Context: an optimization exercise on an open-source flow, tuned for small area and a short achievable clock period. The choices shown serve that exercise and are no tape-out recipe. The RTL was checked by simulation tests, not by an equivalence proof against the original design. The clock port is modelled as an ideal driver; clocking choices that lean on that would not hold on a real chip. Power is estimated from default activity; no workload was simulated.

== run A ==
## sojor_arbiter
module sojor_arbiter (
    input  wire        clk,
    input  wire        rst,         
    input  wire [6:0]  cfg_nth,     
    input  wire [7:0]  req,         
    input  wire [7:0]  live,        
    input  wire [7:0]  withdraw,    
    input  wire [31:0] flits,       
    input  wire        busy,        
    output reg  [7:0]  gnt,         
    output wire [2:0]  park,
    output wire        park_v,
    output wire [2:0]  hold_in,
    output wire        hold_v,
    output wire [3:0]  ratchet,     
    output wire [6:0]  gcount
);
    reg [2:0]  age_q  [0:7];
    reg [11:0] wait_q [0:7];
    reg [3:0]  rat_q;              
    reg [3:0]  len_q;              
    reg [2:0]  park_q;
    reg        park_v_q;
    reg [5:0]  gc_q;
    function ge7(input [6:0] a, input [6:0] b);
        integer k;
        reg r;
        begin
            r = 1'b1;
            for (k = 0; k < 7; k = k + 1)
                r = (a[k] & ~b[k]) | (a[k] & r) | (~b[k] & r);
            ge7 = r;
        end
    endfunction
    wire [7:0] ask     = req & live;
    wire       hv      = |rat_q;
    wire [7:0] park_oh = 8'd1 << park_q;
    wire       arb     = ~busy & ~hv;        
    wire [95:0] wait_v;
    wire [23:0] age_v;
    genvar gi;
    generate
        for (gi = 0; gi < 8; gi = gi + 1) begin : g_v
            assign wait_v[12*gi +: 12] = wait_q[gi];
            assign age_v[3*gi +: 3]    = age_q[gi];
        end
    endgenerate
    wire [7:0] wa, ww;
    sa_pick #(3)  u_pick_age  (.ask(ask), .v(age_v),  .win(wa));
    sa_pick #(12) u_pick_wait (.ask(ask), .v(wait_v), .win(ww));
    wire [6:0] gp     = {1'b0, gc_q} + 7'd1;
    wire [6:0] thr    = {cfg_nth[6], cfg_nth[5:0] & {6{~cfg_nth[6]}}};
    wire       hit    = ge7(gp, thr) & (|gp[6:2]);
    wire [6:0] gc_inc = gp;
    wire [7:0] w_oh   = hit ? ww : wa;       
    wire       fw     = park_v_q && ask == park_oh;
    wire [7:0] g_arb  = w_oh & ~withdraw;    
    always @* begin
        if (rst || busy)
            gnt = 8'd0;
        else if (hv)
            gnt = ask & park_oh;
        else
            gnt = g_arb;
    end
    integer i;
    reg [2:0] g_idx;
    reg [3:0] g_flits;
  ...
For scale: about 1100 cells after synthesis, roughly 140 flip-flops, about 93 I/O pins, about 8700 um2 of cells after synthesis.
==> flow/config.mk <==
export PLATFORM = sky130hd
export DESIGN_NAME = sojor_arbiter
export DESIGN_NICKNAME = sojor_arbiter
export VERILOG_FILES = /design/flow/design.v
export SDC_FILE = /design/flow/constraint.sdc
export NUM_CORES = 4
export LEC_CHECK = 0
export CAP_MARGIN = 20
export CORE_MARGIN = 2
export CORE_UTILIZATION = 40
export CTS_BUF_LIST = sky130_fd_sc_hd__clkbuf_4 sky130_fd_sc_hd__clkbuf_8
export PLACE_DENSITY = 0.8
export SLEW_MARGIN = 20
==> flow/constraint.sdc <==
create_clock -name core_clock -period 28.0 [get_ports {clk}]
set_input_delay 5.6000 -clock core_clock [delete_from_list [all_inputs] [get_ports {clk}]]
set_output_delay 5.6000 -clock core_clock [all_outputs]
set_load 0.01 [all_outputs]
standard.sh (not shown) runs the stock make flow with config.mk's settings and CLKGATE_MAP_FILE= SYNTH_SCRIPT=/design/flow/synth_recipe.tcl, a recipe that flattens the netlist after the stock synthesis.
==> flow/flow/run.sh <==
#!/bin/bash
# Own layout flow: the standard flow with three changes.
# 1. Synthesis is the standard one except for how the logic is mapped: no
#    half/full adder extraction before ABC, and ABC's script is flow/map.abc
#    (an area-oriented mapping). Registers are untouched.
# 2. Ports get plain buffers (buf_1) in place of the delay buffers that
#    buffer_ports picks by default.
# 3. After CTS, flow/post_cts.tcl upsizes cells on the slowest paths a little.
# Each tool's output goes to a log file of its own in this folder.
set -euo pipefail
W=$(pwd)
# synthesis script: synth_recipe.tcl with ABC's script replaced
{
  head -n 1 synth_recipe.tcl
  cat <<'EOT'
proc abc {args} {
  set i [lsearch -exact $args -script]
  if {$i >= 0} { set args [lreplace $args $i [expr {$i + 1}]] }
  set i [lsearch -exact $args -D]
  if {$i >= 0} { set args [lreplace $args $i [expr {$i + 1}]] }
  yosys abc -script $::env(FLOW_ABC_SCRIPT) {*}$args
}
EOT
  tail -n +2 synth_recipe.tcl
} > own_synth.tcl
export FLOW_ABC_SCRIPT=$W/flow/map.abc
sed -e "s|synth_recipe.tcl|own_synth.tcl|g" -e "s|^make -C |make ADDER_MAP_FILE= -C |" standard.sh > own_synth.sh
bash own_synth.sh synth > synth.log 2>&1
export BUFFER_PORTS_ARGS="-buffer_cell sky130_fd_sc_hd__buf_1"
export POST_CTS_TCL=$W/flow/post_cts.tcl
bash standard.sh > standard.log 2>&1
==> flow/flow/map.abc <==
strash; &get -n; &fraig -x; &put; scorr; dc2; strash; &get -n; &syn2; &dch -f; &nf; &put
==> flow/flow/post_cts.tcl <==
# Upsize cells (and swap pins) on the slowest paths, aiming a little above the
# worst slack after CTS, then legalize the placement again.
log_cmd estimate_parasitics -placement
set wns [worst_slack -max]
set margin [expr {$wns + 0.7}]
puts "post_cts: worst slack $wns, sizing to margin $margin"
log_cmd repair_timing -setup -setup_margin $margin -sequence "sizeup,swap" -verbose
set result [catch { detailed_placement } msg]
if { $result != 0 } {
  error "Detailed placement failed after post-CTS sizing: $msg"
}
check_placement -verbose
log_cmd estimate_parasitics -placement
puts "post_cts: worst slack now [worst_slack -max]"
Setup changes, run A to run B
==> flow/flow/map.abc <==
strash; &get -n; &fraig -x; &put; scorr; dc2; dretime; strash; &get -n; &dch -f; &nf; &put
--- a/flow/config.mk
+++ b/flow/config.mk
@@ -10,4 +10,3 @@
 export CORE_UTILIZATION = 40
 export CTS_BUF_LIST = sky130_fd_sc_hd__clkbuf_4 sky130_fd_sc_hd__clkbuf_8
-export PLACE_DENSITY = 0.8
 export SLEW_MARGIN = 20
- All of run A and run B finish clean.
- gnt[1] as the endpoint of the most critical setup path was reported by run B, and gnt[4] by run A.
- Diff run A -> run B | wire length on met1 | up by more than 10%
- Run B vs. run A: portion of the post-synthesis area used by sequential elements barely changed, placed cell count climbed 2.7%.
- Switching power (run B vs. run A) increases by a few percent
- Relative to run A, hold slack has gone up in run B.
Relative to run B, the following input files were edited for run C:
--- a/flow/flow/run.sh
+++ b/flow/flow/run.sh
@@ -1,7 +1,6 @@
 #!/bin/bash
 # Own layout flow: the standard flow with three changes.
-# 1. Synthesis is the standard one except for how the logic is mapped: no
-#    half/full adder extraction before ABC, and ABC's script is flow/map.abc
-#    (an area-oriented mapping). Registers are untouched.
+# 1. Synthesis is the standard one except for the ABC script that maps the
+#    logic (flow/map.abc, an area-oriented mapping); registers are untouched.
 # 2. Ports get plain buffers (buf_1) in place of the delay buffers that
 #    buffer_ports picks by default.
@@ -25,5 +24,5 @@
 } > own_synth.tcl
 export FLOW_ABC_SCRIPT=$W/flow/map.abc
-sed -e "s|synth_recipe.tcl|own_synth.tcl|g" -e "s|^make -C |make ADDER_MAP_FILE= -C |" standard.sh > own_synth.sh
+sed "s|synth_recipe.tcl|own_synth.tcl|g" standard.sh > own_synth.sh
 bash own_synth.sh synth > synth.log 2>&1
 export BUFFER_PORTS_ARGS="-buffer_cell sky130_fd_sc_hd__buf_1"
==> flow/flow/map.abc <==
strash; &get -n; &fraig -x; &put; scorr; dc2; strash; &get -n; &syn2; &dch -f; &nf; &put
--- a/flow/config.mk
+++ b/flow/config.mk
@@ -6,4 +6,5 @@
 export NUM_CORES = 4
 export LEC_CHECK = 0
+export ABC_AREA = 1
 export CAP_MARGIN = 20
 export CORE_MARGIN = 2
--- outcome ---
Against run B, run C comes in 15 ps higher on hold slack.
Changes observed in run C relative to run B: number of standard cells in the final layout excluding fillers moved down, pin count of the biggest net entering global routing went up by 6, sequential share of cell area shrank by 1.2 points, power consumption down 27 uW.
Input-level comparison between run D and run C:
--- a/flow/flow/run.sh
+++ b/flow/flow/run.sh
@@ -1,9 +1,11 @@
 #!/bin/bash
-# Own layout flow: the standard flow with three changes.
-# 1. Synthesis is the standard one except for the ABC script that maps the
-#    logic (flow/map.abc, an area-oriented mapping); registers are untouched.
+# Own layout flow: the standard flow with four changes.
+# 1. Synthesis is the standard one except for how the logic is mapped: no
+#    half/full adder extraction before ABC, and ABC's script is flow/map.abc
+#    (an area-oriented mapping). Registers are untouched.
 # 2. Ports get plain buffers (buf_1) in place of the delay buffers that
 #    buffer_ports picks by default.
-# 3. After CTS, flow/post_cts.tcl upsizes cells on the slowest paths a little.
+# 3. CTS adds no dummy load cells to the clock tree.
+# 4. After CTS, flow/post_cts.tcl upsizes cells on the slowest paths a little.
 # Each tool's output goes to a log file of its own in this folder.
 set -euo pipefail
@@ -24,7 +26,8 @@
 } > own_synth.tcl
 export FLOW_ABC_SCRIPT=$W/flow/map.abc
-sed "s|synth_recipe.tcl|own_synth.tcl|g" standard.sh > own_synth.sh
+sed -e "s|synth_recipe.tcl|own_synth.tcl|g" -e "s|^make -C |make ADDER_MAP_FILE= -C |" standard.sh > own_synth.sh
 bash own_synth.sh synth > synth.log 2>&1
 export BUFFER_PORTS_ARGS="-buffer_cell sky130_fd_sc_hd__buf_1"
 export POST_CTS_TCL=$W/flow/post_cts.tcl
+export CTS_ARGS="-sink_clustering_enable -repair_clock_nets -buf_list {sky130_fd_sc_hd__clkbuf_4 sky130_fd_sc_hd__clkbuf_8} -dont_use_dummy_load"
 bash standard.sh > standard.log 2>&1
--- a/flow/config.mk
+++ b/flow/config.mk
@@ -6,5 +6,4 @@
 export NUM_CORES = 4
 export LEC_CHECK = 0
-export ABC_AREA = 1
 export CAP_MARGIN = 20
 export CORE_MARGIN = 2
Results
Run D vs. run C: register-to-register slack went up by 1390 ps, routed wire length went up by about 10%, ratio of final minimum period to clock period was more or less identical, area used by sequential logic in the layout was more or less identical.
Run D vs. run C: maximum number of pins on one net before global-route repair went down; die footprint lower; number of filler instances in the final layout decreased by 12 relative to the old numbers; peak clock frequency supported by timing ~0 delta; area after synthesis shrank by 5.1%.
The higher post-route standard cell area excluding fillers came out of run C.

==> port drivers added, routing unchanged <==
In the flow no input, the clock included, has a driving cell. The finished layouts below were timed again as built, in two steps.
Step 1: set_driving_cell puts a clkbuf_16 on clk and a buf_2 on each other input, an assumption about the parent block.
Step 2 moves the port delays by t, midway between the first and last clock arrival at a register: inputs arrive t later, outputs are due t later. That takes back most of the time a late clock gives input paths.
Slacks: ideal / step 1 / step 2; pairs: ideal / step 1.
run	t (ns)	slack for setup (ns)	slew at the worst register clock pin (ns)	worst slew at a driven data input, ns
run A	0.508	13.093 / 13.066 / 13.066	0.09 / 0.09	0.04
run B	0.497	13.119 / 13.094 / 13.094	0.09 / 0.09	0.05
run C	0.493	13.296 / 13.272 / 13.272	0.09 / 0.09	0.05
run D	0.494	13.279 / 13.252 / 13.252	0.09 / 0.09	0.05
After both steps every run listed still meets setup and hold.
